Optimization exercise on an open flow, not production practice.
RTL: at most simulated, not proved equivalent.
Function not checked: runs 1 and 4.
Power: default activity.

$ cat flow/flow/run.sh
#!/bin/bash
# Layout flow: the standard flow, with each port buffer a buf_2 cell.


export BUFFER_PORTS_ARGS="-buffer_cell sky130_fd_sc_hd__buf_2"
bash standard.sh > standard.log 2>&1
$ cat flow/standard.sh
#!/bin/bash
# synth_recipe.tcl (not shown) runs the flow's synth.tcl, then flattens the netlist and writes it again
# the make line also repeats each setting of config.mk as NAME=value (left out here)
make -C /OpenROAD-flow-scripts/flow DESIGN_CONFIG=/design/flow/config.mk WORK_HOME=/design/flow/orfs CLKGATE_MAP_FILE= SYNTH_SCRIPT=/design/flow/synth_recipe.tcl "${@:-finish}"
$ cat flow/config.mk
export PLATFORM = sky130hd
export DESIGN_NAME = kd_alarm_eval
export DESIGN_NICKNAME = kd_alarm_eval
export VERILOG_FILES = /design/flow/design.v
export SDC_FILE = /design/flow/constraint.sdc
export NUM_CORES = 4
export LEC_CHECK = 0
export CAP_MARGIN = 20
export CORE_MARGIN = 2
export CORE_UTILIZATION = 65
export CTS_CLUSTER_DIAMETER = 45
export CTS_CLUSTER_SIZE = 25
export SLEW_MARGIN = 20
$ cat flow/constraint.sdc
create_clock -name core_clock -period 50.0 [get_ports {clk}]
set_input_delay 10.0000 -clock core_clock [delete_from_list [all_inputs] [get_ports {clk}]]
set_output_delay 10.0000 -clock core_clock [all_outputs]
set_load 0.01 [all_outputs]
$ cat flow/design.v
module kd_fadd (
    input  wire        phase,
    input  wire [31:0] a,
    input  wire [31:0] b,
    output wire [5:0]  cmp_n,     
    input  wire [5:0]  cmp,       
    output wire [40:0] st_n,      
    input  wire [40:0] st,        
    output reg  [31:0] y          
);
    function automatic [27:0] bk_add(input [27:0] x, input [27:0] y, input cin);
        reg [31:0] g, p, gg, pp;
        integer i, w;
        begin
            for (i = 0; i < 32; i = i + 1) begin
                g[i] = (i < 28) ? (x[i] & y[i]) : 1'b0;
                p[i] = (i < 28) ? (x[i] ^ y[i]) : 1'b0;
            end
            gg = g;
            pp = p;
            gg[0] = g[0] | (p[0] & cin);
            for (w = 1; w < 32; w = w * 2)
                for (i = 2 * w - 1; i < 32; i = i + 2 * w) begin
                    gg[i] = gg[i] | (pp[i] & gg[i - w]);
                    pp[i] = pp[i] & pp[i - w];
                end
            for (w = 8; w >= 1; w = w / 2)
                for (i = 3 * w - 1; i < 32; i = i + 2 * w) begin
                    gg[i] = gg[i] | (pp[i] & gg[i - w]);
                    pp[i] = pp[i] & pp[i - w];
                end
            for (i = 0; i < 28; i = i + 1)
                bk_add[i] = p[i] ^ ((i == 0) ? cin : gg[i - 1]);
        end
    endfunction
    function automatic [30:0] incr(input [30:0] x, input c);
        reg [31:0] t;
        integer i, w;
        begin
            t = {x, c};
            for (w = 1; w < 32; w = w * 2)
                for (i = 31; i >= 0; i = i - 1)
                    if ((i / w) % 2 == 1)
                        t[i] = t[i] & t[(i / w) * w - 1];
            incr = x ^ t[30:0];
        end
    endfunction
    wire        sa = a[31];
    wire        sb = b[31];
    wire [7:0]  ea = a[30:23];
    wire [7:0]  eb = b[30:23];
    wire [7:0]  eaf = (ea == 0) ? 8'd1 : ea;
    wire [7:0]  ebf = (eb == 0) ? 8'd1 : eb;
    wire        c_big = (a[30:0] >= b[30:0]);
    wire [7:0]  c_d   = c_big ? eaf - ebf : ebf - eaf;
    assign cmp_n = {c_big, (c_d[7:5] != 3'd0) ? 5'd31 : c_d[4:0]};
    wire        a_nan = (ea == 8'hFF) && (a[22:0] != 0);
    wire        b_nan = (eb == 8'hFF) && (b[22:0] != 0);
    wire        a_inf = (ea == 8'hFF) && (a[22:0] == 0);
    wire        b_inf = (eb == 8'hFF) && (b[22:0] == 0);
    wire        spec     = a_nan || b_nan || a_inf || b_inf;
    wire        spec_nan = a_nan || b_nan || (a_inf && b_inf && (sa != sb));
    wire        spec_s   = a_inf ? sa : sb;
    wire        a_big = cmp[5];
    wire [30:0] xm  = a_big ? a[30:0] : b[30:0];
    wire [30:0] ym  = a_big ? b[30:0] : a[30:0];
    wire        sx  = a_big ? sa : sb;
    wire        sub = sa ^ sb;
    wire [7:0]  ex  = (xm[30:23] == 0) ? 8'd1 : xm[30:23];
    wire [23:0] mx  = {xm[30:23] != 0, xm[22:0]};
    wire [23:0] my  = {ym[30:23] != 0, ym[22:0]};
    wire [27:0] sum_p;
    wire [4:0]  sh_p1;
    reg  [27:0] sv;
    reg  [4:0]  amt;
    reg         stk;
    integer     i, j;
    always @* begin
        if (phase) begin
            for (i = 0; i < 28; i = i + 1) sv[i] = sum_p[27 - i];
            amt = sh_p1;
        end else begin
            sv  = {1'b0, my, 3'b000};
            amt = cmp[4:0];
        end
        stk = 1'b0;
        for (j = 0; j < 5; j = j + 1)
            if (amt[j]) begin
                for (i = 0; i < 28; i = i + 1)
                    if (i < (1 << j)) stk = stk | sv[i];
                sv = sv >> (1 << j);
            end
    end
    wire [27:0] my_sh = {sv[27:1], sv[0] | stk};
    wire [27:0] sum   = bk_add({1'b0, mx, 3'b000}, my_sh ^ {28{sub}}, sub);
    assign st_n = {spec, spec_nan, spec_s, sa & sb, sx, ex, sum};
    wire        p_spec  = st[40];
    wire        p_nan   = st[39];
    wire        p_ss    = st[38];
    wire        p_zs    = st[37];
    wire        p_sx    = st[36];
    wire [7:0]  p_ex    = st[35:28];
    assign      sum_p   = st[27:0];
    reg  [4:0]  lz;
    integer     k;
    always @* begin
        lz = 5'd28;
        for (k = 0; k < 28; k = k + 1)
            if (sum_p[k]) lz = 5'd27 - k[4:0];
    end
    assign sh_p1 = ({3'b000, lz} > p_ex) ? p_ex[4:0] : lz;
    reg  [27:0] m;
    reg  [8:0]  e;
    reg         inc;
    reg  [30:0] packed_r;
    always @* begin
        for (i = 0; i < 28; i = i + 1) m[i] = sv[27 - i];
        e   = {1'b0, p_ex} + 9'd1 - {4'd0, sh_p1};
        inc = m[3] & (m[2] | m[1] | m[0] | m[4]);
        packed_r = incr({(m[27] ? e[7:0] : 8'd0), m[26:4]}, inc);
        if (p_spec)
            y = p_nan ? 32'h7FC0_0000 : {p_ss, 8'hFF, 23'd0};
        else if (sum_p == 0)
            y = {p_zs, 31'd0};
        else if (sum_p[27] && p_ex == 8'hFE)
            y = {p_sx, 8'hFF, 23'd0};
        else
            y = {p_sx, packed_r};
    end
endmodule
module kd_alarm_eval (
    input  wire        clk,
    input  wire        rst,
    input  wire [6:0]  cfg_limit_enable,
    input  wire [31:0] cfg_ll,
    input  wire [31:0] cfg_l,
    input  wire [31:0] cfg_h,
    input  wire [31:0] cfg_hh,
    input  wire [31:0] cfg_deadband,
    input  wire [19:0] cfg_on_delay,
    input  wire [19:0] cfg_off_delay,
    input  wire [19:0] cfg_flt_on_delay,
    input  wire [19:0] cfg_flt_off_delay,
    input  wire        cfg_limits_on_bad,
    input  wire [11:0] cfg_shelve_max_min,
    input  wire        ev_valid,
    output wire        ev_ready,
    input  wire [31:0] ev_time,
    input  wire [31:0] ev_value,
    input  wire [2:0]  ev_quality,
    input  wire        ev_hold,
    input  wire [31:0] ev_action,
    output reg         res_valid,
    output wire [31:0] res_state,
    output wire [15:0] res_seq,
    output wire [3:0]  res_pw_event,
    output wire [19:0] res_ev_a,
    output wire [19:0] res_ev_b
);
    localparam [2:0] P_NONE = 3'd0, P_SHELVE = 3'd4, P_UNSHELVE = 3'd5,
                     P_OOS_ON = 3'd6, P_OOS_OFF = 3'd7;
    localparam [2:0] Q_STALE = 3'd2, Q_BAD = 3'd3, Q_INTEGRITY = 3'd4;
    function automatic is_nan(input [31:0] x);
        is_nan = (x[30:23] == 8'hFF) && (x[22:0] != 0);
    endfunction
    function automatic f_lt(input [31:0] x, input [31:0] y);
        reg both_zero;
        begin
            both_zero = (x[30:0] == 0) && (y[30:0] == 0);
            if (is_nan(x) || is_nan(y) || both_zero)
                f_lt = 1'b0;
            else if (x[31] != y[31])
                f_lt = x[31];
            else if (!x[31])
                f_lt = x[30:0] < y[30:0];
            else
                f_lt = x[30:0] > y[30:0];
        end
    endfunction
    function automatic f_le(input [31:0] x, input [31:0] y);
        begin
            if (is_nan(x) || is_nan(y))
                f_le = 1'b0;
            else
                f_le = f_lt(x, y) || (x == y) || ((x[30:0] == 0) && (y[30:0] == 0));
        end
    endfunction
    function automatic ge3(input [19:0] x, input [19:0] y, input [19:0] z);
        reg [21:0] xs, ys, zs, s, cy, g, p;
        integer i, w;
        begin
            xs = {2'b00, x};
            ys = {2'b00, y};
            zs = ~{2'b00, z};
            for (i = 0; i < 22; i = i + 1) begin
                s[i]  = xs[i] ^ ys[i] ^ zs[i];
                cy[i] = (xs[i] & ys[i]) | (xs[i] & zs[i]) | (ys[i] & zs[i]);
            end
            for (i = 0; i < 22; i = i + 1) begin
                g[i] = s[i] & ((i == 0) ? 1'b1 : cy[i - 1]);
                p[i] = s[i] ^ ((i == 0) ? 1'b1 : cy[i - 1]);
            end
            for (w = 1; w < 22; w = w * 2)
                for (i = 21; i >= 0; i = i - 1)
                    if ((i / w) % 2 == 1) begin
                        g[i] = g[i] | (p[i] & g[(i / w) * w - 1]);
                        p[i] = p[i] & p[(i / w) * w - 1];
                    end
            ge3 = ~(s[21] ^ cy[20] ^ g[20]);
        end
    endfunction
    function automatic [31:0] bk32(input [31:0] x, input [31:0] y, input cin);
        reg [31:0] g, p, gg, pp;
        integer i, w;
        begin
            g = x & y;
            p = x ^ y;
            gg = g;
            pp = p;
            gg[0] = g[0] | (p[0] & cin);
            for (w = 1; w < 32; w = w * 2)
                for (i = 2 * w - 1; i < 32; i = i + 2 * w) begin
                    gg[i] = gg[i] | (pp[i] & gg[i - w]);
                    pp[i] = pp[i] & pp[i - w];
                end
            for (w = 8; w >= 1; w = w / 2)
                for (i = 3 * w - 1; i < 32; i = i + 2 * w) begin
                    gg[i] = gg[i] | (pp[i] & gg[i - w]);
                    pp[i] = pp[i] & pp[i - w];
                end
            for (i = 0; i < 32; i = i + 1)
                bk32[i] = p[i] ^ ((i == 0) ? cin : gg[i - 1]);
        end
    endfunction
    function automatic [2:0] popc5(input [4:0] x);
        reg s1, c1, s2, c2;
        begin
            {c1, s1} = {1'b0, x[0]} + x[1] + x[2];
            {c2, s2} = {1'b0, s1} + x[3] + x[4];
            popc5 = {c1 & c2, c1 ^ c2, s2};
        end
    endfunction
    function automatic [3:0] popc11(input [10:0] x);
        reg s1, c1, s2, c2, s3, c3, s4, c4, s5, c5, s6, c6, s7, c7;
        begin
            {c1, s1} = {1'b0, x[0]} + x[1] + x[2];
            {c2, s2} = {1'b0, x[3]} + x[4] + x[5];
            {c3, s3} = {1'b0, s1} + s2 + x[6];
            {c4, s4} = {1'b0, x[7]} + x[8] + x[9];
            {c5, s5} = {1'b0, s3} + s4 + x[10];
            {c6, s6} = {1'b0, c1} + c2 + c3;
            {c7, s7} = {1'b0, s6} + c4 + c5;
            popc11 = {c6 & c7, c6 ^ c7, s7, s5};
        end
    endfunction
    reg [4:0]  c_en;
    reg [31:0] c_ll, c_l, c_h, c_hh, c_db;
    reg [19:0] c_on, c_off, c_fon, c_foff;
    reg        c_lob;
    reg [11:0] c_smax;
    always @(posedge clk) begin
        c_en   <= {cfg_limit_enable[6], cfg_limit_enable[3:0]};
        c_ll   <= cfg_ll;
        c_l    <= cfg_l;
        c_h    <= cfg_h;
        c_hh   <= cfg_hh;
        c_db   <= cfg_deadband;
        c_on   <= cfg_on_delay;
        c_off  <= cfg_off_delay;
        c_fon  <= cfg_flt_on_delay;
        c_foff <= cfg_flt_off_delay;
        c_lob  <= cfg_limits_on_bad;
        c_smax <= cfg_shelve_max_min;
    end
    reg        a_valid;           
    reg        b_valid;           
    reg        warm;              
    reg        f_on;              
    reg [1:0]  f_k;               
    reg [1:0]  f_s;               
    reg        ready_q;           
    wire       f_last  = f_on && f_k == 2'd3 && f_s == 2'd2;
    wire       a_go    = a_valid && warm;    
    wire       a_ready = !a_valid || warm;
    wire       a_valid_n = a_ready ? ev_valid : a_valid;
    wire       busy_n  = a_valid_n || a_go || b_valid;
    wire       warm_n  = busy_n && (warm || (a_valid && f_last));
    assign ev_ready = ready_q;
    reg        rst_q;
    always @(posedge clk)
        rst_q <= rst;
    always @(posedge clk) begin
        if (rst) begin
            a_valid <= 1'b0;
            b_valid <= 1'b0;
            warm    <= 1'b0;
            ready_q <= 1'b1;
        end else begin
            a_valid <= a_valid_n;
            b_valid <= a_go;
            warm    <= warm_n;
            ready_q <= !a_valid_n || warm_n;
        end
    end
    always @(posedge clk) begin
        if (warm || !a_valid) begin
            f_on <= 1'b0;
            f_k  <= 2'd0;
            f_s  <= 2'd0;
        end else begin
            f_on <= 1'b1;
            if (f_on) begin
                f_s <= (f_s == 2'd2) ? 2'd0 : f_s + 2'd1;
                if (f_s == 2'd2) f_k <= f_k + 2'd1;
            end
        end
    end
    reg  [31:0] thr [0:3];
    reg  [31:0] fa_a;
    reg  [5:0]  fa_cmp;
    wire [5:0]  fa_cmp_n;
    reg  [40:0] fa_st;
    wire [40:0] fa_st_n;
    wire [31:0] fa_b = {c_db[31] ^ f_k[1], c_db[30:0]};
    wire [31:0] fa_y;
    always @* begin
        case (f_k)
            2'd0: fa_a = c_ll;
            2'd1: fa_a = c_l;
            2'd2: fa_a = c_h;
            default: fa_a = c_hh;
        endcase
    end
    kd_fadd u_add (.phase(f_s[1]), .a(fa_a), .b(fa_b), .cmp_n(fa_cmp_n), .cmp(fa_cmp),
                   .st_n(fa_st_n), .st(fa_st), .y(fa_y));
    always @(posedge clk) begin
        fa_cmp <= fa_cmp_n;
        fa_st  <= fa_st_n;
        if (!warm && a_valid && f_on && f_s == 2'd2)
            thr[f_k] <= fa_y;
    end
    reg [31:0] s_time, s_value, s_action;
    reg [2:0]  s_quality;
    reg        s_hold;
    always @(posedge clk) begin
        if (a_ready) begin
            s_time    <= ev_time;
            s_value   <= ev_value;
            s_action  <= ev_action;
            s_quality <= ev_quality;
            s_hold    <= ev_hold;
        end
    end
    reg [31:0] b_time;            
    wire [3:0]  a_code    = s_action[3:0];
    wire [11:0] a_minutes = s_action[15:4];
    wire [31:0] a_elapsed = bk32(s_time, ~b_time, 1'b1);
    wire [7:0] a_tests = {f_lt(s_value, thr[3]), f_le(c_hh, s_value),
                          f_lt(s_value, thr[2]), f_le(c_h, s_value),
                          f_lt(thr[1], s_value), f_le(s_value, c_l),
                          f_lt(thr[0], s_value), f_le(s_value, c_ll)};
    reg [7:0]  b_tests;           
    reg        b_integrity, b_bad, b_proc_held;
    reg        b_ack, b_ack_any, b_shelve, b_unshelve, b_oos_on, b_oos_off;
    reg [15:0] b_seq;
    reg [11:0] b_minutes;
    wire [31:0] b_m15    = bk32({16'd0, b_minutes, 4'd0}, ~{20'd0, b_minutes}, 1'b1);
    wire [31:0] b_m129   = bk32({9'd0, b_m15[15:0], 7'd0}, {16'd0, b_m15[15:0]}, 1'b0);
    wire [31:0] b_m1875  = bk32(b_m129, ~{14'd0, b_m15[15:0], 2'd0}, 1'b1);
    wire [31:0] b_end_hi = bk32({5'd0, b_time[31:5]}, {9'd0, b_m1875[22:0]}, 1'b0);
    wire [31:0] b_new_end = {b_end_hi[26:0], b_time[4:0]};
    reg        b_el_big;
    reg [19:0] b_el;
    always @(posedge clk) begin
        if (a_go)
            b_time <= s_time;
        b_tests     <= a_tests;
        b_integrity <= (s_quality == Q_INTEGRITY);
        b_bad       <= (s_quality == Q_BAD);
        b_proc_held <= s_hold || (s_quality >= Q_STALE && !c_lob);
        b_ack       <= (a_code == 4'h1);
        b_ack_any   <= (s_action[31:16] == 16'hFFFF);
        b_seq       <= s_action[31:16];
        b_shelve    <= (a_code == 4'h2) && c_smax != 0 && a_minutes != 0 && a_minutes <= c_smax;
        b_unshelve  <= (a_code == 4'h3);
        b_oos_on    <= (a_code == 4'h4);
        b_oos_off   <= (a_code == 4'h5);
        b_minutes   <= a_minutes;
        b_el_big    <= a_elapsed[31:20] != 12'd0;
        b_el        <= a_elapsed[19:0];
    end
    reg        oos, shelved;
    reg [31:0] shelve_end;
    reg [4:0]  raw, act, unack;
    reg [4:0]  act_sel;           
    reg [15:0] tseq;
    reg [19:0] tm_acc [0:4];      
    reg [4:0]  tm_run, tm_held;
    reg [16:0] o_state;
    reg [15:0] o_seq;
    reg [2:0]  o_pw;
    reg [4:0]  o_a_any, o_a_ack, o_b_on, o_b_ret;
    reg        n_oos, n_shelved, shelve_now;
    reg [4:0]  n_raw, n_act, n_unack;
    reg [15:0] n_tseq;
    reg [19:0] n_acc [0:4];
    reg [4:0]  n_run, n_held;
    reg [2:0]  pw_ev;
    reg [4:0]  a_any, a_ack, b_on, b_ret;
    reg [4:0]  old_act;
    reg        unshelve;
    reg [31:0] sum;
    reg [19:0] dly;
    reg        fire;
    reg [3:0]  n_events;
    reg [4:0]  b_chg;
    reg [4:0]  lo0, lo1, lo;
    reg [5:0]  lo_e;
    reg [3:0]  n_early;
    reg [2:0]  n_late;
    wire [11:0] tseq_hi_inc = tseq[15:4] + 12'd1;
    integer    k;
    always @* begin
        n_oos      = oos;
        n_shelved  = shelved;
        shelve_now = 1'b0;
        n_raw      = raw;
        n_act      = act;
        n_unack    = unack;
        n_tseq     = tseq;
        n_run      = tm_run;
        n_held     = tm_held;
        pw_ev      = P_NONE;
        a_any      = 5'd0;
        a_ack      = 5'd0;
        b_on       = 5'd0;
        b_ret      = 5'd0;
        old_act    = act;
        unshelve   = 1'b0;
        n_events   = 4'd0;
        b_chg      = 5'd0;
        lo0        = 5'd0;
        lo_e       = 6'd0;
        n_early    = 4'd0;
        n_late     = 3'd0;
        lo1        = 5'd0;
        lo         = 5'd0;
        for (k = 0; k < 5; k = k + 1) begin
            sum = bk32({12'd0, tm_run[k] ? tm_acc[k] : 20'd0},
                       {12'd0, (tm_run[k] && !tm_held[k]) ? b_el : 20'd0}, 1'b0);
            n_acc[k] = (b_integrity || (k < 4 && b_proc_held)) ? tm_acc[k] : sum[19:0];
        end
        if (b_integrity) begin
            n_held = 5'b11111;
        end else begin
            if (b_ack && (b_ack_any || b_seq == tseq)) begin
                a_any   = unack;
                a_ack   = unack;
                n_unack = 5'd0;
            end
            if (b_shelve && !oos) begin
                n_shelved  = 1'b1;
                shelve_now = 1'b1;
                n_unack    = 5'd0;
                pw_ev      = P_SHELVE;
            end
            if (b_unshelve && shelved)
                unshelve = 1'b1;
            if (b_oos_on) begin
                n_oos     = 1'b1;
                n_shelved = 1'b0;
                n_raw     = 5'd0;
                n_act     = 5'd0;
                n_unack   = 5'd0;
                n_run     = 5'd0;
                n_held    = 5'd0;
                pw_ev     = P_OOS_ON;
            end
            if (b_oos_off && oos) begin
                n_oos = 1'b0;
                pw_ev = P_OOS_OFF;
            end
            if (shelved && !shelve_now && !b_oos_on && b_time >= shelve_end)
                unshelve = 1'b1;
            if (unshelve) begin
                n_shelved = 1'b0;
                pw_ev     = P_UNSHELVE;
                n_unack   = n_unack | act;
                a_any     = a_any | act;
                a_ack     = a_ack & ~act;
            end
            old_act = n_act;
            if (!n_oos) begin
                if (!b_proc_held) begin
                    for (k = 0; k < 4; k = k + 1) begin
                        if (b_tests[2*k])
                            n_raw[k] = 1'b1;
                        else if (b_tests[2*k+1])
                            n_raw[k] = 1'b0;
                    end
                end
                n_raw[4] = b_bad;
                n_raw = n_raw & c_en;
                for (k = 0; k < 5; k = k + 1) begin
                    if (k == 4)
                        dly = act_sel[k] ? c_fon : c_foff;
                    else
                        dly = act_sel[k] ? c_on : c_off;
                    fire = (tm_run[k] && !tm_held[k] && b_el_big) ||
                           ge3(tm_run[k] ? tm_acc[k] : 20'd0,
                               (tm_run[k] && !tm_held[k]) ? b_el : 20'd0, dly);
                    if (!c_en[k]) begin
                        n_act[k]  = 1'b0;
                        n_run[k]  = 1'b0;
                        n_held[k] = 1'b0;
                    end else if (k < 4 && b_proc_held) begin
                        n_held[k] = 1'b1;
                    end else if (n_raw[k] == act[k]) begin
                        n_run[k]  = 1'b0;
                        n_held[k] = 1'b0;
                    end else begin
                        n_held[k] = 1'b0;
                        n_run[k]  = !fire;
                        if (fire)
                            n_act[k] = n_raw[k];
                    end
                end
                if (!n_shelved) begin
                    b_on    = n_act & ~old_act;
                    b_ret   = ~n_act & old_act;
                    b_chg   = n_act ^ old_act;
                    n_unack = n_unack | b_on;
                end
            end
            n_early = {2'd0, pw_ev != P_NONE} + popc5(a_any);
            lo_e    = {2'd0, tseq[3:0]} + {2'd0, n_early};
            n_late  = popc5(b_chg);
            lo0 = lo_e[4:0] + {2'd0, n_late};
            lo1 = lo_e[4:0] + {2'd0, n_late} + 5'd1;
            lo  = (tseq[15:4] == 12'hFFF && lo1[4]) ? lo1 : lo0;
            n_tseq = {lo[4] ? tseq_hi_inc : tseq[15:4], lo[3:0]};
        end
    end
    always @(posedge clk) begin
        if (rst)
            res_valid <= 1'b0;
        else
            res_valid <= b_valid;
    end
    always @(posedge clk) begin
        if (rst_q) begin
            oos        <= 1'b0;
            shelved    <= 1'b0;
            raw        <= 5'd0;
            act        <= 5'd0;
            act_sel    <= 5'b11111;
            unack      <= 5'd0;
            tseq       <= 16'd0;
            tm_run     <= 5'd0;
            tm_held    <= 5'd0;
        end else begin
            if (b_valid) begin
                oos        <= n_oos;
                shelved    <= n_shelved;
                raw        <= n_raw;
                act        <= n_act;
                act_sel    <= ~n_act;
                unack      <= n_unack;
                tseq       <= n_tseq;
                tm_run     <= n_run;
                tm_held    <= n_held;
            end
        end
    end
    always @(posedge clk) begin
        if (b_valid) begin
            if (shelve_now)
                shelve_end <= b_new_end;
            for (k = 0; k < 5; k = k + 1)
                tm_acc[k] <= n_acc[k];
        end
        o_state <= {n_oos, n_shelved, n_unack, n_act, n_raw};
        o_seq   <= n_tseq;
        o_pw    <= pw_ev;
        o_a_any <= a_any;
        o_a_ack <= a_ack;
        o_b_on  <= b_on;
        o_b_ret <= b_ret;
    end
    assign res_state = {o_state[16:15], 2'b00, 5'd0,
                        o_state[14], 2'b00, o_state[13:10], 1'b0,
                        o_state[9], 2'b00, o_state[8:5], 1'b0,
                        o_state[4], 2'b00, o_state[3:0]};
    assign res_seq      = o_seq;
    assign res_pw_event = {1'b0, o_pw};
    genvar g;
    generate
        for (g = 0; g < 5; g = g + 1) begin : g_ev
            assign res_ev_a[4*g+3:4*g] = {2'b00, o_a_ack[g], o_a_any[g]};
            assign res_ev_b[4*g+3:4*g] = {2'b00, o_b_ret[g], o_b_on[g]};
        end
    endgenerate
endmodule
==> results of run 1 <==
## state kept, by name, indices dropped and copies added (netlist names), 32 cells and up
name,cells
s_time,32
c_l,32
c_h,32
shelve_end,32
fa_st,41
b_time,32
c_hh,32
s_value,32
thr,128
s_action,32
tm_acc,100
c_ll,32
c_db,32
## layout by cell type (no fill, tap or decap), types with 109 or more instances in the layout
cell type	instances
nand2_1	275
a21oi_1	250
buf_2	419
nor2_1	245
dfxtp_1	482
nand4_1	139
fa_1	216
o21ai_0	190
inv_1	607
xnor2_1	109
a21o_1	213
ha_1	689
and2_1	163
edfxtp_1	392
xor2_1	110
clkbuf_16	115
mux2i_1	147
## kinds of logic after synthesis
family	count (synthesis)
compound gates	994
xor+xnor	219
fa+ha+maj	905
buf+inv	790
flops	878
mux	200
other cells	1
simple gates	1332
## routing by layer
metal  routed length, um  part of all wire (%)
met1               63000                    40
met2               71100                    45
met3               14100                   9.0
met4                8590                   5.5
met5                  26                 0.017
## report_power, final
group	internal (mW)	total, mW	switching [mW]	leakage, nW
Combinational	0.222	0.521	0.299	21.4
Clock	0.465	0.859	0.395	1.99
Sequential	0.804	0.862	0.0573	7.51
Total	1.49	2.24	0.751	30.9
## how the worst min path moves through the flow
| stage | start | endpoint | slack (ns) | cells past startpoint |
|---|---|---|---|---|
| 6_report | s_action[23] | b_seq[7] | 0.38 | 0 |
| 5_1_grt | s_action[30] | b_seq[14] | 0.39 | 0 |
| 4_1_cts | s_action[23] | b_seq[7] | 0.38 | 0 |
| 3_5_place_dp | s_action[23] | b_seq[7] | 0.36 | 0 |
| 3_3_place_gp | s_action[27] | b_seq[11] | 0.35 | 0 |
| 2_1_floorplan | s_action[16] | b_seq[0] | 0.35 | 0 |
## metrics by stage
stage          hold slack, ns  std cells
2_1_floorplan           0.348       5354
3_3_place_gp            0.352       6778
3_5_place_dp            0.361       6778
4_1_cts                 0.377       6991
5_1_grt                 0.391       6994
6_report                0.377       6994
## final cells by class
class / instances / area (sq um) / area share (%)
multi-input cells: 3686 / 30700 / 49.1
flip-flops and latches: 878 / 21500 / 34.4
clock buffers: 118 / 2900 / 4.64
repair buffers: 474 / 2510 / 4.01
inverters: 608 / 2280 / 3.65
well taps: 1134 / 1420 / 2.27
clock inverters: 95 / 1190 / 1.90
diodes: 1 / 2.50 / 0.00400
==> impl_metrics.env, run 1 <==
export IMPL_synth_compound_area_share_pct=12.0
export IMPL_final_setup_viol_count=0
export IMPL_syn_inst=5319
export IMPL_io_pins=457
export IMPL_p_per_area_mw_per_mm2=35.9
export IMPL_reg2reg_to="tseq[9]"
export IMPL_cp_startpoint="o_state[13]"
export IMPL_start_util_pct=65.8
export IMPL_maxSlewHeadroom_pct=18.8
export IMPL_period_minus_slack_ns=11.30
export IMPL_io_buffers=418
export IMPL_crit_type="flip-flop to output pin"
export IMPL_clk_latency_ns=0.71
export IMPL_r2r_cells=43
export IMPL_synth_edff_count=392
export IMPL_ys_warn_count=4
export IMPL_drv_cap=0
export IMPL_die_area_sq_mm=0.0872
export IMPL_yosys_area_share_simple_pct=12.7
export IMPL_ys_flop_type="dfxtp_1"
export IMPL_endpoint_kind="output pin"
export IMPL_outcome="timing/DRC/antenna clean"
export IMPL_nNetsFinal=7028
export IMPL_fin_setup_tns_ns=0
export IMPL_worstHoldPathType="flip-flop to flip-flop"
export IMPL_gp_congestion=0.996
export IMPL_first_iter_violations=4178
export IMPL_postCtsSetupBuffers=0
export IMPL_die_width_um=295
export IMPL_worstPathArrival_ns=1.30
export IMPL_firstDrtPassIters=10
export IMPL_worst_slew_pin_slew_ns=1.22
export IMPL_cp_depth=1
export IMPL_synth_area_sq_mm=0.0552
export IMPL_ys_seq_elements=878
export IMPL_critPathSlowestCell="dfxtp_1"
export IMPL_reg2reg_slack_ns=39.62
export IMPL_period_share_pct=22.6
export IMPL_cts_root_buf="clkbuf_16"
export IMPL_remaining_drc_errors=0
export IMPL_crit_end="res_state[19]"
export IMPL_vias_per_cell=6.01
export IMPL_vdd_drop_max_mv=0.0481
export IMPL_synthAdderAreaFrac_pct=23.5
export IMPL_required_ns=40.00
export IMPL_synth_xor_area_share_pct=3.48
export IMPL_critPathMaxStageDelay_ns=0.43
export IMPL_drive_above_1_share_pct=13.2
export IMPL_cts_made_buffers=112
export IMPL_antenna_found_initial=4
export IMPL_syn_area_per_cell_sq_um=10.4
export IMPL_h_tree_depth=3
export IMPL_wl_um=157000
export IMPL_dpl_worst_slack_ns=39.44
export IMPL_ys_top_cells_by_count="ha_1, inv_1, dfxtp_1"
export IMPL_finalHoldViolations=0
export IMPL_fmax_ghz=0.0885
export IMPL_grt_overflow_total=0
export IMPL_finish_utilization_pct=74.6
export IMPL_clkSinkCount=878
export IMPL_dpl_cell_area_sq_mm=0.0584
export IMPL_synth_most_common_cell="ha_1"
export IMPL_cts_tree="yes"
export IMPL_grt_pass1_wl_um=238000
export IMPL_start_kind="flip-flop"
export IMPL_drtAntennaViolNets=0
export IMPL_synthArstFlopShare_pct=0
export IMPL_met3_usage_pct=7.75
export IMPL_grtUsageMet2_pct=57.3
export IMPL_crit_fanout=1
export IMPL_fillers=6009
export IMPL_grt_max_degree=90
export IMPL_avgRoutedWirePerCell_um=22.4
export IMPL_grt_use_met1_pct=46.9
export IMPL_vias=42000
export IMPL_clk_path_buf_depth=3
export IMPL_cellLeakagePower_nw=30.9
export IMPL_rows=106
export IMPL_dieHeight_um=295
export IMPL_synth_area_leaders="edfxtp_1, dfxtp_1, ha_1"
export IMPL_finalPower_mw=2.24
export IMPL_cts_hold_buf=0
export IMPL_synth_top_area_share_pct=21.3
export IMPL_crit_chain="buf_2"
export IMPL_grt_total_usage_pct=36.1
export IMPL_synth_mux_area_share_pct=3.77
export IMPL_dp_hpwl_um=123000
export IMPL_skew_ns=0.0339
export IMPL_synth_largest_area_cell="edfxtp_1"
export IMPL_cts_clk_slew_worst_paths_ns=0.07
export IMPL_core_area_sq_mm=0.0838
export IMPL_synth_top_family_by_area="adder cells"
export IMPL_crit_family="flip-flops"
export IMPL_maxSlewViolCount=0
export IMPL_ys_seq_area_share_pct=39.0
export IMPL_grt_busiest_layer="met2"
export IMPL_final_setup_worst_slack_ns=38.70
export IMPL_crit_buf_inv=1
export IMPL_fin_area_sq_mm=0.0625
export IMPL_worstReg2RegStart="tm_run[2]"
export IMPL_grt_pass1_vias=41700
export IMPL_rsz0062_at_grt="false"
export IMPL_area_growth_pct=13.3
export IMPL_synthDistinctLibCells=91
export IMPL_cts_resized=0
==> inputs of run 2 (changes only) <==
--- a/flow/design.v
+++ b/flow/design.v
@@ -35,13 +35,31 @@
     endfunction
     function automatic [30:0] incr(input [30:0] x, input c);
-        reg [31:0] t;
-        integer i, w;
+        reg [31:0] xx;
+        reg [30:0] t;
+        reg        blk;
+        integer i;
         begin
-            t = {x, c};
-            for (w = 1; w < 32; w = w * 2)
-                for (i = 31; i >= 0; i = i - 1)
-                    if ((i / w) % 2 == 1)
-                        t[i] = t[i] & t[(i / w) * w - 1];
-            incr = x ^ t[30:0];
+            xx = {1'b1, x};
+            blk = c;
+            for (i = 0; i < 31; i = i + 1) begin
+                if (i % 8 == 0) begin
+                    t[i] = blk;
+                    if (i > 0) ;
+                end else
+                    t[i] = t[i - 1] & xx[i - 1];
+                if (i % 8 == 7)
+                    blk = blk & (&xx[i -: 8]);
+            end
+            incr = x ^ t;
+        end
+    endfunction
+    function automatic mag_ge(input [30:0] x, input [30:0] y);
+        reg c;
+        integer i;
+        begin
+            c = 1'b1;
+            for (i = 0; i < 31; i = i + 1)
+                c = (x[i] & ~y[i]) | (x[i] & c) | (~y[i] & c);
+            mag_ge = c;
         end
     endfunction
@@ -52,5 +70,5 @@
     wire [7:0]  eaf = (ea == 0) ? 8'd1 : ea;
     wire [7:0]  ebf = (eb == 0) ? 8'd1 : eb;
-    wire        c_big = (a[30:0] >= b[30:0]);
+    wire        c_big = mag_ge(a[30:0], b[30:0]);
     wire [7:0]  c_d   = c_big ? eaf - ebf : ebf - eaf;
     assign cmp_n = {c_big, (c_d[7:5] != 3'd0) ? 5'd31 : c_d[4:0]};
@@ -164,24 +182,40 @@
         is_nan = (x[30:23] == 8'hFF) && (x[22:0] != 0);
     endfunction
+    function automatic mag_cmp(input [30:0] x, input [30:0] y, input cin);
+        reg c;
+        integer i;
+        begin
+            c = cin;
+            for (i = 0; i < 31; i = i + 1)
+                c = (~x[i] & y[i]) | (~x[i] & c) | (y[i] & c);
+            mag_cmp = c;
+        end
+    endfunction
     function automatic f_lt(input [31:0] x, input [31:0] y);
-        reg both_zero;
+        reg both_zero, neg;
         begin
             both_zero = (x[30:0] == 0) && (y[30:0] == 0);
+            neg = x[31];
             if (is_nan(x) || is_nan(y) || both_zero)
                 f_lt = 1'b0;
             else if (x[31] != y[31])
                 f_lt = x[31];
-            else if (!x[31])
-                f_lt = x[30:0] < y[30:0];
             else
-                f_lt = x[30:0] > y[30:0];
+                f_lt = neg ^ mag_cmp(x[30:0], y[30:0], neg);
         end
     endfunction
     function automatic f_le(input [31:0] x, input [31:0] y);
+        reg both_zero, neg;
         begin
+            both_zero = (x[30:0] == 0) && (y[30:0] == 0);
+            neg = x[31];
             if (is_nan(x) || is_nan(y))
                 f_le = 1'b0;
+            else if (both_zero)
+                f_le = 1'b1;
+            else if (x[31] != y[31])
+                f_le = x[31];
             else
-                f_le = f_lt(x, y) || (x == y) || ((x[30:0] == 0) && (y[30:0] == 0));
+                f_le = neg ^ mag_cmp(x[30:0], y[30:0], !neg);
         end
     endfunction
@@ -233,4 +267,25 @@
         end
     endfunction
+    function automatic [10:0] rc10(input [9:0] x, input [9:0] y, input cin);
+        reg c;
+        integer i;
+        begin
+            c = cin;
+            for (i = 0; i < 10; i = i + 1) begin
+                rc10[i] = x[i] ^ y[i] ^ c;
+                c = (x[i] & y[i]) | (x[i] & c) | (y[i] & c);
+            end
+            rc10[10] = c;
+        end
+    endfunction
+    function automatic [19:0] rc20(input [19:0] x, input [19:0] y);
+        reg [10:0] lo, hi0, hi1;
+        begin
+            lo  = rc10(x[9:0], y[9:0], 1'b0);
+            hi0 = rc10(x[19:10], y[19:10], 1'b0);
+            hi1 = rc10(x[19:10], y[19:10], 1'b1);
+            rc20 = {lo[10] ? hi1[9:0] : hi0[9:0], lo[9:0]};
+        end
+    endfunction
     function automatic [2:0] popc5(input [4:0] x);
         reg s1, c1, s2, c2;
@@ -447,6 +502,6 @@
         lo         = 5'd0;
         for (k = 0; k < 5; k = k + 1) begin
-            sum = bk32({12'd0, tm_run[k] ? tm_acc[k] : 20'd0},
-                       {12'd0, (tm_run[k] && !tm_held[k]) ? b_el : 20'd0}, 1'b0);
+            sum = {12'd0, rc20(tm_run[k] ? tm_acc[k] : 20'd0,
+                               (tm_run[k] && !tm_held[k]) ? b_el : 20'd0)};
             n_acc[k] = (b_integrity || (k < 4 && b_proc_held)) ? tm_acc[k] : sum[19:0];
         end
--- a/flow/config.mk
+++ b/flow/config.mk
@@ -6,8 +6,9 @@
 export NUM_CORES = 4
 export LEC_CHECK = 0
+export ABC_AREA = 1
 export CAP_MARGIN = 20
 export CORE_MARGIN = 2
 export CORE_UTILIZATION = 65
-export CTS_CLUSTER_DIAMETER = 45
-export CTS_CLUSTER_SIZE = 25
+export CTS_CLUSTER_DIAMETER = 150
+export CTS_CLUSTER_SIZE = 20
 export SLEW_MARGIN = 20
==> run 2 against run 1 <==
  * Combinational power decreased by 2%
  * Clock skew increased by 0.0087 ns
  * Global-route usage decreased by 0.92 points
  * Highest routed layer unchanged
  * Via count increased by 0.13%
  * Largest cell class unchanged
  * Register-to-register slack improved by 1.3 ns
==> impl_metrics.env, run 2 <==
export IMPL_synth_area_leaders="edfxtp_1, dfxtp_1, ha_1"
export IMPL_nNetsFinal=7203
export IMPL_firstDrtPassIters=6
export IMPL_top_register="thr"
export IMPL_io_buffers=418
export IMPL_required_ns=40.00
export IMPL_p_switching_mw=0.593
export IMPL_clk_path_buf_depth=3
export IMPL_largest_register_ffs=128
export IMPL_synth_edff_count=392
export IMPL_crit_fanout=1
export IMPL_cts_root_buf="clkbuf_16"
export IMPL_maxSlewViolCount=0
export IMPL_io_pins=457
export IMPL_drv_cap=0
export IMPL_grt_pass1_vias=40600
export IMPL_vias_per_cell=5.74
export IMPL_fin_cells=7326
export IMPL_final_setup_worst_slack_ns=38.73
export IMPL_dieHeight_um=287
export IMPL_mostFrequentLayoutCell="inv_1"
export IMPL_remaining_drc_errors=0
export IMPL_worstHoldPathType="flip-flop to flip-flop"
export IMPL_ys_seq_elements=878
export IMPL_start_kind="flip-flop"
export IMPL_synth_most_common_cell="inv_1"
export IMPL_worst_slew_pin_slew_ns=1.29
export IMPL_clk_latency_ns=0.66
export IMPL_drive_above_1_share_pct=9.98
export IMPL_worstReg2RegStart="tm_run[0]"
export IMPL_wl_um=146000
export IMPL_dpl_cell_area_sq_mm=0.0550
export IMPL_die_area_sq_mm=0.0823
export IMPL_finalHoldViolations=0
export IMPL_finalPower_mw=1.79
export IMPL_postCtsSetupBuffers=0
export IMPL_die_width_um=287
export IMPL_critPathSlowestCell="dfxtp_1"
export IMPL_dpl_worst_slack_ns=39.39
export IMPL_core_area_sq_mm=0.0791
export IMPL_rows=103
export IMPL_finish_utilization_pct=71.4
export IMPL_ys_top_cells_by_count="inv_1, nand2_1, dfxtp_1"
export IMPL_ys_seq_area_share_pct=41.4
export IMPL_synth_top_area_share_pct=22.6
export IMPL_cts_made_buffers=49
export IMPL_crit_buf_inv=1
export IMPL_worstHoldStart="s_action[19]"
export IMPL_critPathMaxStageDelay_ns=0.44
export IMPL_vias=42100
export IMPL_synth_area_sq_mm=0.0520
export IMPL_grt_pass1_wl_um=224000
export IMPL_hold_depth=0
export IMPL_cts_resized=0
export IMPL_reg_top3="thr: 128 flops, tm_acc: 100 flops, fa_st: 41 flops"
export IMPL_crit_type="flip-flop to output pin"
export IMPL_seqPwrFrac_pct=47.2
export IMPL_crit_family="flip-flops"
export IMPL_maxSlewHeadroom_pct=14.2
export IMPL_fin_setup_tns_ns=0
export IMPL_ys_flop_type="dfxtp_1"
export IMPL_final_setup_viol_count=0
export IMPL_dp_hpwl_um=116000
export IMPL_synthArstFlopShare_pct=0
export IMPL_grt_total_usage_pct=35.1
export IMPL_vdd_drop_max_mv=0.0465
export IMPL_reg2reg_to="tseq[13]"
export IMPL_start_util_pct=65.7
export IMPL_avgRoutedWirePerCell_um=19.9
export IMPL_grt_overflow_total=0
export IMPL_p_per_area_mw_per_mm2=31.7
export IMPL_synthDistinctLibCells=70
export IMPL_endpoint_kind="output pin"
export IMPL_syn_area_per_cell_sq_um=8.85
export IMPL_period_minus_slack_ns=11.27
export IMPL_fmax_ghz=0.0887
export IMPL_worstHoldEndpoint="b_seq[3]"
export IMPL_gp_congestion=1.02
export IMPL_fin_area_sq_mm=0.0565
export IMPL_first_iter_violations=4415
export IMPL_grt_max_degree=74
export IMPL_final_cell_mix="inv_1, nand2_1, dfxtp_1, buf_2, ha_1"
export IMPL_cellLeakagePower_nw=28.2
export IMPL_reg2reg_slack_ns=40.88
export IMPL_p_int_mw=1.19
export IMPL_skew_ns=0.0426
export IMPL_cts_tree="yes"
export IMPL_syn_inst=5874
export IMPL_r2r_cells=44
export IMPL_p_clk_share_pct=24.2
export IMPL_synth_largest_area_cell="edfxtp_1"
export IMPL_sw_frac_of_total_pct=33.1
export IMPL_drtAntennaViolNets=0
export IMPL_crit_chain="buf_2"
export IMPL_period_share_pct=22.5
export IMPL_worstPathArrival_ns=1.27
export IMPL_area_growth_pct=8.62
export IMPL_rsz0062_at_grt="false"
export IMPL_ys_warn_count=4
export IMPL_clkSinkCount=878
export IMPL_outcome="timing/DRC/antenna clean"
export IMPL_cts_clk_slew_worst_paths_ns=0.09
export IMPL_power_frac_comb_pct=28.5
export IMPL_antenna_found_initial=19
export IMPL_whs_ns=0.365
export IMPL_h_tree_depth=2
export IMPL_cts_hold_buf=0
export IMPL_dp_cells=7225
## run 2: how the worst max path moves through the flow
stage,endpoint,cells past startpoint,slack (ns),startpoint
after floorplan,warm,3,39.55,ev_valid
after global placement,warm,4,39.39,ev_valid
after detailed placement,warm,4,39.39,ev_valid
after CTS,res_state[6],1,38.71,o_state[4]
after global routing,res_state[1],1,38.70,o_state[1]
final,res_state[1],1,38.73,o_state[1]
## run 2: layer usage
layer	vias to the layer above	wire length, um	track usage [%]
li1	20100	-	-
met1	19800	61600	49.3
met3	308	15100	7.82
met5	-	71	0
met2	1843	63600	53.9
met4	10	5490	12.6
## run 2: worst reg2reg max path: cells and delay by family, from the launching register on
kind	cells	cell delay, ns
compound gates	9	1.62
buf+inv	9	1.20
flops	1	0.32
simple gates	15	2.08
xor+xnor	2	0.53
fa+ha+maj	9	3.28
## run 2: cells by family (layout without fill, tap and decap cells)
logic type,after synthesis,count (layout),synth area share (%)
AOI/OAI and AO/OA,1094,1094,12.7
xor gates and xnor gates,189,189,3.18
adders and majority gates,614,614,17.8
buffers and inverters,1346,1701,10.1
DFF,878,878,41.4
muxes,30,30,0.638
other,1,48,0.00721
and+or+nand+nor,1722,1722,14.2
## run 2: area by class of cell
class / instances / area, sq um
multi-input combinational: 3685 / 25400
fill: 6229 / 22700
sequential: 878 / 21500
inverter: 1139 / 4280
timing repair buffer: 473 / 2500
clock buffer: 87 / 1400
tap: 1050 / 1310
clock inverter: 2 / 36.3
antenna: 12 / 30.0
## run 2: power groups by stage
stage / registers (mW) / clock network, mW / logic (mW)
2_1_floorplan: 0.840 / 0 / 0.377
4_1_cts: 0.842 / 0.439 / 0.505
3_5_place_dp: 0.858 / 0 / 0.500
5_1_grt: 0.847 / 0.463 / 0.579
3_3_place_gp: 0.858 / 0 / 0.481
6_report: 0.844 / 0.433 / 0.510
Testbench counts of run 2, summed over its fixed seeds: cycles 24,128, items 24,000.
==> inputs of run 3 (changes only) <==
--- a/flow/config.mk
+++ b/flow/config.mk
@@ -11,4 +11,4 @@
 export CORE_UTILIZATION = 65
 export CTS_CLUSTER_DIAMETER = 150
-export CTS_CLUSTER_SIZE = 20
+export CTS_CLUSTER_SIZE = 24
 export SLEW_MARGIN = 20
==> run 3 against run 2 <==
  * Global-route usage fell by 0.18 points
  * Routed wire length down 0.46%
  * Sequential share of layout area up 0.14 points
  * Still clean
  * Highest routed layer unchanged
  * Design area fell by 0.37%
  * Clock skew is 0.0050 ns lower
  * Largest power group unchanged
  * Via count is essentially flat
  * Clock power shrank 7.4%
==> impl_metrics.env, run 3 <==
export IMPL_outcome="timing/DRC/antenna clean"
export IMPL_route_met2_wl_um=63200
export IMPL_clk_latency_ns=0.65
export IMPL_die_width_um=287
export IMPL_clkSinkCount=878
export IMPL_cts_tree="yes"
export IMPL_final_cell_mix="inv_1, nand2_1, dfxtp_1, buf_2, ha_1"
export IMPL_endpoint_kind="output pin"
export IMPL_period_share_pct=22.5
export IMPL_sw_frac_of_total_pct=33.4
export IMPL_dieHeight_um=287
export IMPL_ys_warn_count=4
export IMPL_required_ns=40.00
export IMPL_final_setup_worst_slack_ns=38.74
export IMPL_synth_area_leaders="edfxtp_1, dfxtp_1, ha_1"
export IMPL_drive_above_1_share_pct=9.89
export IMPL_vias_per_cell=5.75
export IMPL_synth_area_sq_mm=0.0520
export IMPL_vdd_drop_max_mv=0.0378
export IMPL_avgRoutedWirePerCell_um=19.8
export IMPL_synthAdderAreaFrac_pct=17.8
export IMPL_cts_clk_slew_worst_paths_ns=0.10
export IMPL_finalHoldViolations=0
export IMPL_nNetsFinal=7196
export IMPL_worstHoldPathType="flip-flop to flip-flop"
export IMPL_core_area_sq_mm=0.0791
export IMPL_period_minus_slack_ns=11.26
export IMPL_critPathMaxStageDelay_ns=0.45
export IMPL_grt_pass1_vias=40300
export IMPL_ys_seq_elements=878
export IMPL_p_switching_mw=0.587
export IMPL_synth_largest_area_cell="edfxtp_1"
export IMPL_fin_setup_tns_ns=0
export IMPL_antenna_found_initial=21
export IMPL_seqPwrFrac_pct=48.1
export IMPL_synth_edff_count=392
export IMPL_area_growth_pct=8.22
export IMPL_gp_congestion=1.02
export IMPL_cts_hold_buf=0
export IMPL_p_int_mw=1.17
export IMPL_synth_xor_area_share_pct=3.18
export IMPL_crit_fanout=1
export IMPL_ys_seq_area_share_pct=41.4
export IMPL_yosys_area_share_simple_pct=14.2
export IMPL_cellLeakagePower_nw=28.1
export IMPL_synth_mux_area_share_pct=0.638
export IMPL_dp_hpwl_um=116000
export IMPL_dpl_worst_slack_ns=39.39
export IMPL_synthDistinctLibCells=70
export IMPL_rsz0062_at_grt="false"
export IMPL_crit_chain="buf_2"
export IMPL_remaining_drc_errors=0
export IMPL_drv_cap=0
export IMPL_grt_total_usage_pct=35.0
export IMPL_crit_type="flip-flop to output pin"
export IMPL_synth_top_family_by_area="adder cells"
export IMPL_io_pins=457
export IMPL_p_clk_share_pct=22.9
export IMPL_ys_flop_type="dfxtp_1"
export IMPL_mostFrequentLayoutCell="inv_1"
export IMPL_worstPathArrival_ns=1.26
export IMPL_wl_met3_um=15100
export IMPL_first_iter_violations=4481
export IMPL_fmax_ghz=0.0888
export IMPL_vias=42000
export IMPL_syn_inst=5874
export IMPL_wl_um=145000
export IMPL_multiInputGateArea_sq_mm=0.0254
export IMPL_grt_overflow_total=0
export IMPL_p_per_area_mw_per_mm2=31.2
export IMPL_maxSlewViolCount=0
export IMPL_synth_most_common_cell="inv_1"
export IMPL_synthArstFlopShare_pct=0
export IMPL_clk_path_buf_depth=3
export IMPL_cts_root_buf="clkbuf_16"
export IMPL_crit_family="flip-flops"
export IMPL_io_buffers=418
export IMPL_die_area_sq_mm=0.0823
export IMPL_drtAntennaViolNets=0
export IMPL_postCtsSetupBuffers=0
export IMPL_final_setup_viol_count=0
export IMPL_h_tree_depth=2
export IMPL_firstDrtPassIters=8
export IMPL_met1_length_um=61500
export IMPL_crit_buf_inv=1
export IMPL_top_layer_used="met5"
export IMPL_grt_pass1_wl_um=223000
export IMPL_syn_area_per_cell_sq_um=8.85
export IMPL_largest_register_ffs=128
export IMPL_cts_resized=0
export IMPL_top_register="thr"
export IMPL_critPathSlowestCell="dfxtp_1"
export IMPL_power_frac_comb_pct=29.0
export IMPL_start_kind="flip-flop"
export IMPL_synth_compound_area_share_pct=12.7
export IMPL_rows=103
export IMPL_fillers=6286
export IMPL_regArea_sq_mm=0.0215
export IMPL_start_util_pct=65.7
export IMPL_maxSlewHeadroom_pct=23.6
export IMPL_skew_ns=0.0376
export IMPL_worst_slew_pin_slew_ns=1.15
export IMPL_synth_top_area_share_pct=22.6
export IMPL_ys_top_cells_by_count="inv_1, nand2_1, dfxtp_1"
export IMPL_cts_made_buffers=42
export IMPL_reg_top3="thr: 128 flops, tm_acc: 100 flops, fa_st: 41 flops"
export IMPL_grt_max_degree=74
==> run 3: cell counts after synthesis <==
No cell type changed its count.
==> run 3: cell type report <==
type                       count  area share [%]
antenna                       11          0.0489
clock buffer                  72            2.11
clock inverter                 3          0.0778
inverter                    1139            7.61
multi-input combinational   3685            45.1
sequential                   878            38.2
tap                         1050            2.34
timing repair buffer         473            4.45
==> run 3: cells by family (layout without fill, tap and decap cells) <==
| group | count (synthesis) | in the layout |
|---|---|---|
| simple gates | 1722 | 1722 |
| xor+xnor | 189 | 189 |
| other cells | 1 | 47 |
| mux | 30 | 30 |
| flops | 878 | 878 |
| fa+ha+maj | 614 | 614 |
| compound gates | 1094 | 1094 |
| buf+inv | 1346 | 1687 |
==> run 3: power by group through the flow <==
stage | sequential (mW) | combinational [mW] | clock (mW)
finish | 0.845 | 0.509 | 0.401
global route | 0.847 | 0.578 | 0.429
global placement | 0.858 | 0.481 | 0
floorplan | 0.840 | 0.377 | 0
detailed placement | 0.858 | 0.500 | 0
CTS | 0.842 | 0.504 | 0.403
==> run 3: routing by layer <==
layer  GRT usage, %  vias to the layer above
li1               -                    20100
met5              0                        -
met3           7.49                      278
met1           49.4                    19800
met2           53.6                     1899
met4           11.9                       12
==> run 3: final timing paths <==
kind	from	to	slack [ns]	cells after the start
min	s_action[19]	b_seq[3]	0.36	0
max	o_state[1]	res_state[1]	38.74	1
min reg2reg	s_action[19]	b_seq[3]	0.36	0
max reg2reg	tm_run[0]	tseq[13]	40.84	44
==> run 3: per-stage QoR <==
step                      power [mW]  cell area [sq um]  util [%]  hold WS (ns)  std cells
after floorplan                 1.22              52100         -         0.348       5909
after global placement          1.34              55000      69.5         0.355       7225
after detailed placement        1.36              55000      69.5         0.353       7225
after CTS                       1.75              56200      71.0         0.366       7300
after global routing            1.85              56300      71.1         0.385       7310
final                           1.75              56300      71.1         0.363       7311
==> inputs of run 4 (changes only) <==
--- a/flow/design.v
+++ b/flow/design.v
@@ -267,25 +267,4 @@
         end
     endfunction
-    function automatic [10:0] rc10(input [9:0] x, input [9:0] y, input cin);
-        reg c;
-        integer i;
-        begin
-            c = cin;
-            for (i = 0; i < 10; i = i + 1) begin
-                rc10[i] = x[i] ^ y[i] ^ c;
-                c = (x[i] & y[i]) | (x[i] & c) | (y[i] & c);
-            end
-            rc10[10] = c;
-        end
-    endfunction
-    function automatic [19:0] rc20(input [19:0] x, input [19:0] y);
-        reg [10:0] lo, hi0, hi1;
-        begin
-            lo  = rc10(x[9:0], y[9:0], 1'b0);
-            hi0 = rc10(x[19:10], y[19:10], 1'b0);
-            hi1 = rc10(x[19:10], y[19:10], 1'b1);
-            rc20 = {lo[10] ? hi1[9:0] : hi0[9:0], lo[9:0]};
-        end
-    endfunction
     function automatic [2:0] popc5(input [4:0] x);
         reg s1, c1, s2, c2;
@@ -309,4 +288,24 @@
         end
     endfunction
+    function automatic [10:0] rc10(input [9:0] x, input [9:0] y, input cin);
+        reg c;
+        integer i;
+        begin
+            c = cin;
+            for (i = 0; i < 10; i = i + 1) begin
+                rc10[i] = x[i] ^ y[i] ^ c;
+                c = (x[i] & y[i]) | (x[i] & c) | (y[i] & c);
+            end
+            rc10[10] = c;
+        end
+    endfunction
+    function automatic [19:0] rc20(input [19:0] x, input [19:0] y);
+        reg [10:0] lo, hi;
+        begin
+            lo = rc10(x[9:0], y[9:0], 1'b0);
+            hi = rc10(x[19:10], y[19:10], lo[10]);
+            rc20 = {hi[9:0], lo[9:0]};
+        end
+    endfunction
     reg [4:0]  c_en;
     reg [31:0] c_ll, c_l, c_h, c_hh, c_db;
@@ -410,5 +409,10 @@
     wire [3:0]  a_code    = s_action[3:0];
     wire [11:0] a_minutes = s_action[15:4];
-    wire [31:0] a_elapsed = bk32(s_time, ~b_time, 1'b1);
+    wire [10:0] a_el_lo = rc10(s_time[9:0], ~b_time[9:0], 1'b1);
+    wire [10:0] a_el_mi = rc10(s_time[19:10], ~b_time[19:10], a_el_lo[10]);
+    wire [11:0] a_b_hi1 = b_time[31:20] + 12'd1;
+    wire        a_el_big = a_el_mi[10] ? (s_time[31:20] != b_time[31:20])
+                                       : (s_time[31:20] != a_b_hi1);
+    wire [19:0] a_elapsed = {a_el_mi[9:0], a_el_lo[9:0]};
     wire [7:0] a_tests = {f_lt(s_value, thr[3]), f_le(c_hh, s_value),
                           f_lt(s_value, thr[2]), f_le(c_h, s_value),
@@ -442,5 +446,5 @@
         b_oos_off   <= (a_code == 4'h5);
         b_minutes   <= a_minutes;
-        b_el_big    <= a_elapsed[31:20] != 12'd0;
+        b_el_big    <= a_el_big;
         b_el        <= a_elapsed[19:0];
     end
==> run 4 against run 3 <==
  * Largest cell class unchanged
  * Highest routed layer unchanged
  * Routed wire length down 6.3%
  * Count of clock-buffer cells in the layout up 2
  * Critical endpoint is now res_state[2]
  * Sequential share of layout area up 1.1 points
  * Register-to-register slack worse by 1.0 ns
  * Design area down 2.9%
  * Sequential cell count unchanged
  * First-iteration DRC count down 17%
==> impl_metrics.env, run 4 <==
export IMPL_outcome="timing/DRC/antenna clean"
export IMPL_cts_resized=0
export IMPL_skew_ns=0.0283
export IMPL_period_minus_slack_ns=11.20
export IMPL_io_pins=457
export IMPL_critPathMaxStageDelay_ns=0.42
export IMPL_grt_pass1_vias=38400
export IMPL_rsz0062_at_grt="false"
export IMPL_crit_chain="buf_2"
export IMPL_synth_most_common_cell="inv_1"
export IMPL_synth_edff_count=392
export IMPL_wl_um=136000
export IMPL_fin_area_sq_mm=0.0546
export IMPL_maxSlewViolCount=0
export IMPL_area_growth_pct=8.36
export IMPL_finalPower_mw=1.80
export IMPL_dpl_worst_slack_ns=39.34
export IMPL_dp_hpwl_um=106000
export IMPL_fillers=6099
export IMPL_worstPathArrival_ns=1.20
export IMPL_final_cell_mix="inv_1, nand2_1, dfxtp_1, buf_2, edfxtp_1"
export IMPL_worst_slew_pin_slew_ns=1.16
export IMPL_period_share_pct=22.4
export IMPL_h_tree_depth=2
export IMPL_cts_root_buf="clkbuf_16"
export IMPL_cts_hold_buf=0
export IMPL_cellLeakagePower_nw=27.1
export IMPL_dpl_cell_area_sq_mm=0.0534
export IMPL_die_area_sq_mm=0.0798
export IMPL_first_iter_violations=3721
export IMPL_ys_seq_elements=878
export IMPL_finalHoldViolations=0
export IMPL_fmax_ghz=0.0893
export IMPL_start_kind="flip-flop"
export IMPL_remaining_drc_errors=0
export IMPL_vias=39800
export IMPL_clk_latency_ns=0.63
export IMPL_core_area_sq_mm=0.0771
export IMPL_cts_clk_slew_worst_paths_ns=0.10
export IMPL_crit_fanout=1
export IMPL_cts_tree="yes"
export IMPL_vdd_drop_max_mv=0.0389
export IMPL_synth_area_leaders="edfxtp_1, dfxtp_1, fa_1"
export IMPL_firstDrtPassIters=6
export IMPL_syn_area_per_cell_sq_um=9.06
export IMPL_avgRoutedWirePerCell_um=19.4
export IMPL_grt_overflow_total=0
export IMPL_mostFrequentLayoutCell="inv_1"
export IMPL_syn_inst=5563
export IMPL_synth_largest_area_cell="edfxtp_1"
export IMPL_nNetsFinal=6862
export IMPL_synth_area_sq_mm=0.0504
export IMPL_fin_setup_tns_ns=0
export IMPL_drv_cap=0
export IMPL_synth_top_area_share_pct=23.3
export IMPL_largest_register_ffs=128
export IMPL_grt_max_degree=69
export IMPL_dp_cells=6910
export IMPL_vias_per_cell=5.69
export IMPL_ys_seq_area_share_pct=42.6
export IMPL_cts_made_buffers=42
export IMPL_grt_pass1_wl_um=211000
export IMPL_antenna_found_initial=12
export IMPL_crit_family="flip-flops"
export IMPL_clkSinkCount=878
export IMPL_required_ns=40.00
export IMPL_drive_above_1_share_pct=10.1
export IMPL_fin_cells=6993
export IMPL_p_per_area_mw_per_mm2=33.0
export IMPL_endpoint_kind="output pin"
export IMPL_crit_type="flip-flop to output pin"
export IMPL_io_buffers=418
export IMPL_postCtsSetupBuffers=0
export IMPL_synthArstFlopShare_pct=0
export IMPL_multiInputGateArea_sq_mm=0.0241
export IMPL_rows=102
export IMPL_synthDistinctLibCells=72
export IMPL_crit_buf_inv=1
export IMPL_critPathSlowestCell="dfxtp_1"
export IMPL_regArea_sq_mm=0.0215
export IMPL_drtAntennaViolNets=0
export IMPL_maxSlewHeadroom_pct=22.9
export IMPL_ys_top_cells_by_count="inv_1, nand2_1, dfxtp_1"
export IMPL_reg_top3="thr: 128 flops, tm_acc: 100 flops, fa_st: 41 flops"
export IMPL_dieHeight_um=283
export IMPL_clk_path_buf_depth=3
export IMPL_ys_flop_type="dfxtp_1"
export IMPL_top_register="thr"
export IMPL_die_width_um=283
export IMPL_final_setup_worst_slack_ns=38.80
export IMPL_ys_warn_count=4
export IMPL_start_util_pct=65.4
export IMPL_final_setup_viol_count=0
export IMPL_gp_congestion=0.987
export IMPL_grt_total_usage_pct=34.2
export IMPL_worstHoldPathType="flip-flop to flip-flop"
==> run 4: cell types whose count changed in the layout (fill, tap and decap cells not counted), moves of 33 or more <==
cell / delta
fa_1: +48
xnor2_1: -33
nand2_1: -37
inv_1: -66
ha_1: -77
o21ai_0: -52
a21oi_1: -42
==> run 4: final timing paths <==
path                                   start  slack, ns             to  cells past startpoint
worst max register to register     tm_run[2]      39.82  tm_acc[2][19]                     27
worst max-delay path              o_state[2]      38.80   res_state[2]                      1
worst min register to register  s_action[22]       0.38       b_seq[6]                      0
worst min-delay path            s_action[22]       0.38       b_seq[6]                      0
==> run 4: final cells by class <==
class                   count  area share (%)
flip-flops and latches    878            39.4
clock buffers              74            2.18
multi-input cells        3446            44.1
inverters                1077            7.40
diodes                      7          0.0321
clock inverters             2          0.0366
well taps                1040            2.38
repair buffers            469            4.53
==> run 4: logic make-up (layout without fill, tap and decap cells) <==
logic type	count (synthesis)	count (layout)	share of synthesized area, %
fa+ha+maj	585	585	18.4
compound gates	975	975	11.7
simple gates	1672	1672	14.2
other cells	1	43	0.00744
flops	878	878	42.6
mux	28	28	0.608
xor+xnor	150	150	2.61
buf+inv	1274	1622	9.92
==> run 4: report_power, final <==
part	internal (mW)	switching (mW)	leakage (nW)
combinational	0.212	0.349	18.8
sequential	0.810	0.0345	7.76
clock	0.165	0.233	0.577
==> run 4: metal layers <==
| layer | part of all wire [%] | vias up | track usage (%) |
|---|---|---|---|
| li1 | - | 19000 | - |
| met2 | 43 | 1773 | 51.4 |
| met1 | 43 | 18800 | 49.8 |
| met4 | 2.5 | 14 | 8.33 |
| met3 | 11 | 226 | 8.50 |
| met5 | 0.056 | - | 0 |
==> run 4: per-stage QoR <==
step                      hold slack (ns)  utilization, %
after floorplan                     0.348               -
after global placement              0.353            69.3
after detailed placement            0.355            69.3
after CTS                           0.377            70.9
after global routing                0.389            70.9
final                               0.377            70.9
==> inputs of run 5 (changes only) <==
--- a/flow/design.v
+++ b/flow/design.v
@@ -309,5 +309,5 @@
     endfunction
     reg [4:0]  c_en;
-    reg [31:0] c_ll, c_l, c_h, c_hh, c_db;
+    reg [31:0] c_ll, c_l, c_h, c_hh;
     reg [19:0] c_on, c_off, c_fon, c_foff;
     reg        c_lob;
@@ -319,5 +319,4 @@
         c_h    <= cfg_h;
         c_hh   <= cfg_hh;
-        c_db   <= cfg_deadband;
         c_on   <= cfg_on_delay;
         c_off  <= cfg_off_delay;
@@ -376,5 +375,5 @@
     reg  [40:0] fa_st;
     wire [40:0] fa_st_n;
-    wire [31:0] fa_b = {c_db[31] ^ f_k[1], c_db[30:0]};
+    wire [31:0] fa_b = {thr[3][31] ^ f_k[1], thr[3][30:0]};
     wire [31:0] fa_y;
     always @* begin
@@ -391,4 +390,6 @@
         fa_cmp <= fa_cmp_n;
         fa_st  <= fa_st_n;
+        if (!warm && a_valid && !f_on)
+            thr[3] <= cfg_deadband;
         if (!warm && a_valid && f_on && f_s == 2'd2)
             thr[f_k] <= fa_y;
==> run 5 against run 4 <==
  * Worst setup slack got worse by 0.023 ns
  * Design area fell by 1.0%
  * Sequential power fell by 3.7%
  * Global-route usage rose by 0.10 points
  * Hold slack got worse by 0.00068 ns
  * Combinational power fell by 12%
  * Critical path depth did not move
  * Routed wire length fell by 0.34%
  * Sequential cell count fell by 32
  * Register-to-register slack got worse by 0.11 ns
  * Critical path type unchanged
==> impl_metrics.env, run 5 <==
export IMPL_synth_top_family_by_area="adder cells"
export IMPL_wl_um=135000
export IMPL_syn_inst=5560
export IMPL_worst_slew_pin_slew_ns=1.05
export IMPL_crit_fanout=1
export IMPL_synthArstFlopShare_pct=0
export IMPL_required_ns=40.00
export IMPL_maxSlewHeadroom_pct=29.3
export IMPL_remaining_drc_errors=0
export IMPL_ys_flop_type="dfxtp_1"
export IMPL_crit_type="flip-flop to output pin"
export IMPL_cts_made_buffers=41
export IMPL_synth_area_leaders="edfxtp_1, dfxtp_1, fa_1"
export IMPL_die_width_um=281
export IMPL_maxSlewViolCount=0
export IMPL_multiInputGateArea_sq_mm=0.0243
export IMPL_postCtsSetupBuffers=0
export IMPL_synth_compound_area_share_pct=12.1
export IMPL_cellLeakagePower_nw=26.9
export IMPL_fin_setup_tns_ns=0
export IMPL_dpl_cell_area_sq_mm=0.0528
export IMPL_crit_buf_inv=1
export IMPL_ys_top_cells_by_count="inv_1, nand2_1, dfxtp_1"
export IMPL_syn_area_per_cell_sq_um=8.98
export IMPL_period_share_pct=22.4
export IMPL_finish_utilization_pct=71.2
export IMPL_cts_root_buf="clkbuf_16"
export IMPL_dpl_worst_slack_ns=39.01
export IMPL_drv_cap=0
export IMPL_gp_congestion=0.959
export IMPL_synth_largest_area_cell="edfxtp_1"
export IMPL_drive_above_1_share_pct=10.2
export IMPL_skew_ns=0.0370
export IMPL_rows=101
export IMPL_synth_mux_area_share_pct=0.554
export IMPL_antenna_found_initial=6
export IMPL_mostFrequentLayoutCell="inv_1"
export IMPL_synth_xor_area_share_pct=2.67
export IMPL_h_tree_depth=2
export IMPL_dp_hpwl_um=108000
export IMPL_grt_pass1_vias=38700
export IMPL_fillers=5974
export IMPL_final_setup_worst_slack_ns=38.78
export IMPL_io_buffers=418
export IMPL_cts_hold_buf=0
export IMPL_crit_chain="buf_2"
export IMPL_critPathMaxStageDelay_ns=0.42
export IMPL_start_util_pct=65.7
export IMPL_period_minus_slack_ns=11.22
export IMPL_fmax_ghz=0.0891
export IMPL_critPathSlowestCell="dfxtp_1"
export IMPL_grt_overflow_total=0
export IMPL_cts_tree="yes"
export IMPL_crit_family="flip-flops"
export IMPL_grt_max_degree=81
export IMPL_start_kind="flip-flop"
export IMPL_largest_register_ffs=128
export IMPL_synth_most_common_cell="inv_1"
export IMPL_cts_clk_slew_worst_paths_ns=0.11
export IMPL_clk_latency_ns=0.65
export IMPL_cts_resized=0
export IMPL_yosys_area_share_simple_pct=14.4
export IMPL_io_pins=457
export IMPL_top_register="thr"
export IMPL_first_iter_violations=3849
export IMPL_synth_area_sq_mm=0.0499
export IMPL_ys_seq_area_share_pct=41.8
export IMPL_synthAdderAreaFrac_pct=18.5
export IMPL_finalHoldViolations=0
export IMPL_firstDrtPassIters=9
export IMPL_clk_path_buf_depth=3
export IMPL_outcome="timing/DRC/antenna clean"
export IMPL_reg_top3="thr: 128 flops, tm_acc: 100 flops, fa_st: 41 flops"
export IMPL_vias=39500
export IMPL_endpoint_kind="output pin"
export IMPL_ys_warn_count=4
export IMPL_grt_total_usage_pct=34.3
export IMPL_worstPathArrival_ns=1.22
export IMPL_regArea_sq_mm=0.0209
export IMPL_finalPower_mw=1.70
export IMPL_vias_per_cell=5.68
export IMPL_worstHoldPathType="flip-flop to flip-flop"
export IMPL_die_area_sq_mm=0.0790
export IMPL_vdd_drop_max_mv=0.0430
export IMPL_fin_area_sq_mm=0.0541
export IMPL_grt_pass1_wl_um=210000
export IMPL_clkSinkCount=846
export IMPL_avgRoutedWirePerCell_um=19.4
export IMPL_final_cell_mix="inv_1, nand2_1, dfxtp_1, buf_2, edfxtp_1"
export IMPL_p_per_area_mw_per_mm2=31.4
export IMPL_synthDistinctLibCells=72
export IMPL_drtAntennaViolNets=0
export IMPL_rsz0062_at_grt="false"
export IMPL_synth_edff_count=392
export IMPL_nNetsFinal=6846
export IMPL_dieHeight_um=281
export IMPL_final_setup_viol_count=0
export IMPL_area_growth_pct=8.34
export IMPL_core_area_sq_mm=0.0759
export IMPL_ys_seq_elements=846
export IMPL_synth_top_area_share_pct=23.6
[run 5: final cells by class]
| class | instances | share of cell area, % |
|---|---|---|
| clock buffer | 71 | 2.11 |
| antenna | 3 | 0.0139 |
| clock inverter | 4 | 0.160 |
| sequential | 846 | 38.6 |
| tap | 1030 | 2.38 |
| inverter | 1067 | 7.42 |
| timing repair buffer | 458 | 4.45 |
| multi-input combinational | 3485 | 44.9 |
[run 5: cells by family (layout without fill, tap and decap cells)]
group,after synthesis,in the layout
AOI/OAI and AO/OA,993,993
xor gates and xnor gates,152,152
adders and majority gates,584,584
buffers and inverters,1264,1600
DFF,846,846
muxes,25,25
other,1,39
and+or+nand+nor,1695,1695
[run 5: per-stage QoR]
| stage | std cells | hold WS [ns] |
|---|---|---|
| after floorplan | 5595 | 0.348 |
| after CTS | 6960 | 0.373 |
| final | 6964 | 0.376 |
| after global placement | 6885 | 0.351 |
| after detailed placement | 6885 | 0.356 |
| after global routing | 6964 | 0.387 |
[run 5: worst paths after layout]
| kind | startpoint | to | slack (ns) | cells after the start |
|---|---|---|---|---|
| setup reg to reg | tm_run[1] | tm_acc[1][19] | 39.71 | 26 |
| hold / removal | s_action[28] | b_seq[12] | 0.38 | 0 |
| setup / recovery | o_state[1] | res_state[1] | 38.78 | 1 |
| hold reg to reg | s_action[28] | b_seq[12] | 0.38 | 0 |
[run 5: layer usage]
metal,GRT usage [%],wire length [um],up-vias
met1,45.2,55200,18600
met2,57.1,63700,1623
met3,3.52,9400,316
met5,0,9,-
met4,16.3,7150,2
li1,-,-,19000
[run 5: power by group]
part	leakage [nW]	internal [mW]	switching [mW]	total, mW
Sequential	7.45	0.777	0.0364	0.814
Combinational	18.9	0.196	0.299	0.495
Clock	0.579	0.160	0.230	0.391
Testbench counts of run 5, summed over its fixed seeds: cycles 24,128, items 24,000.
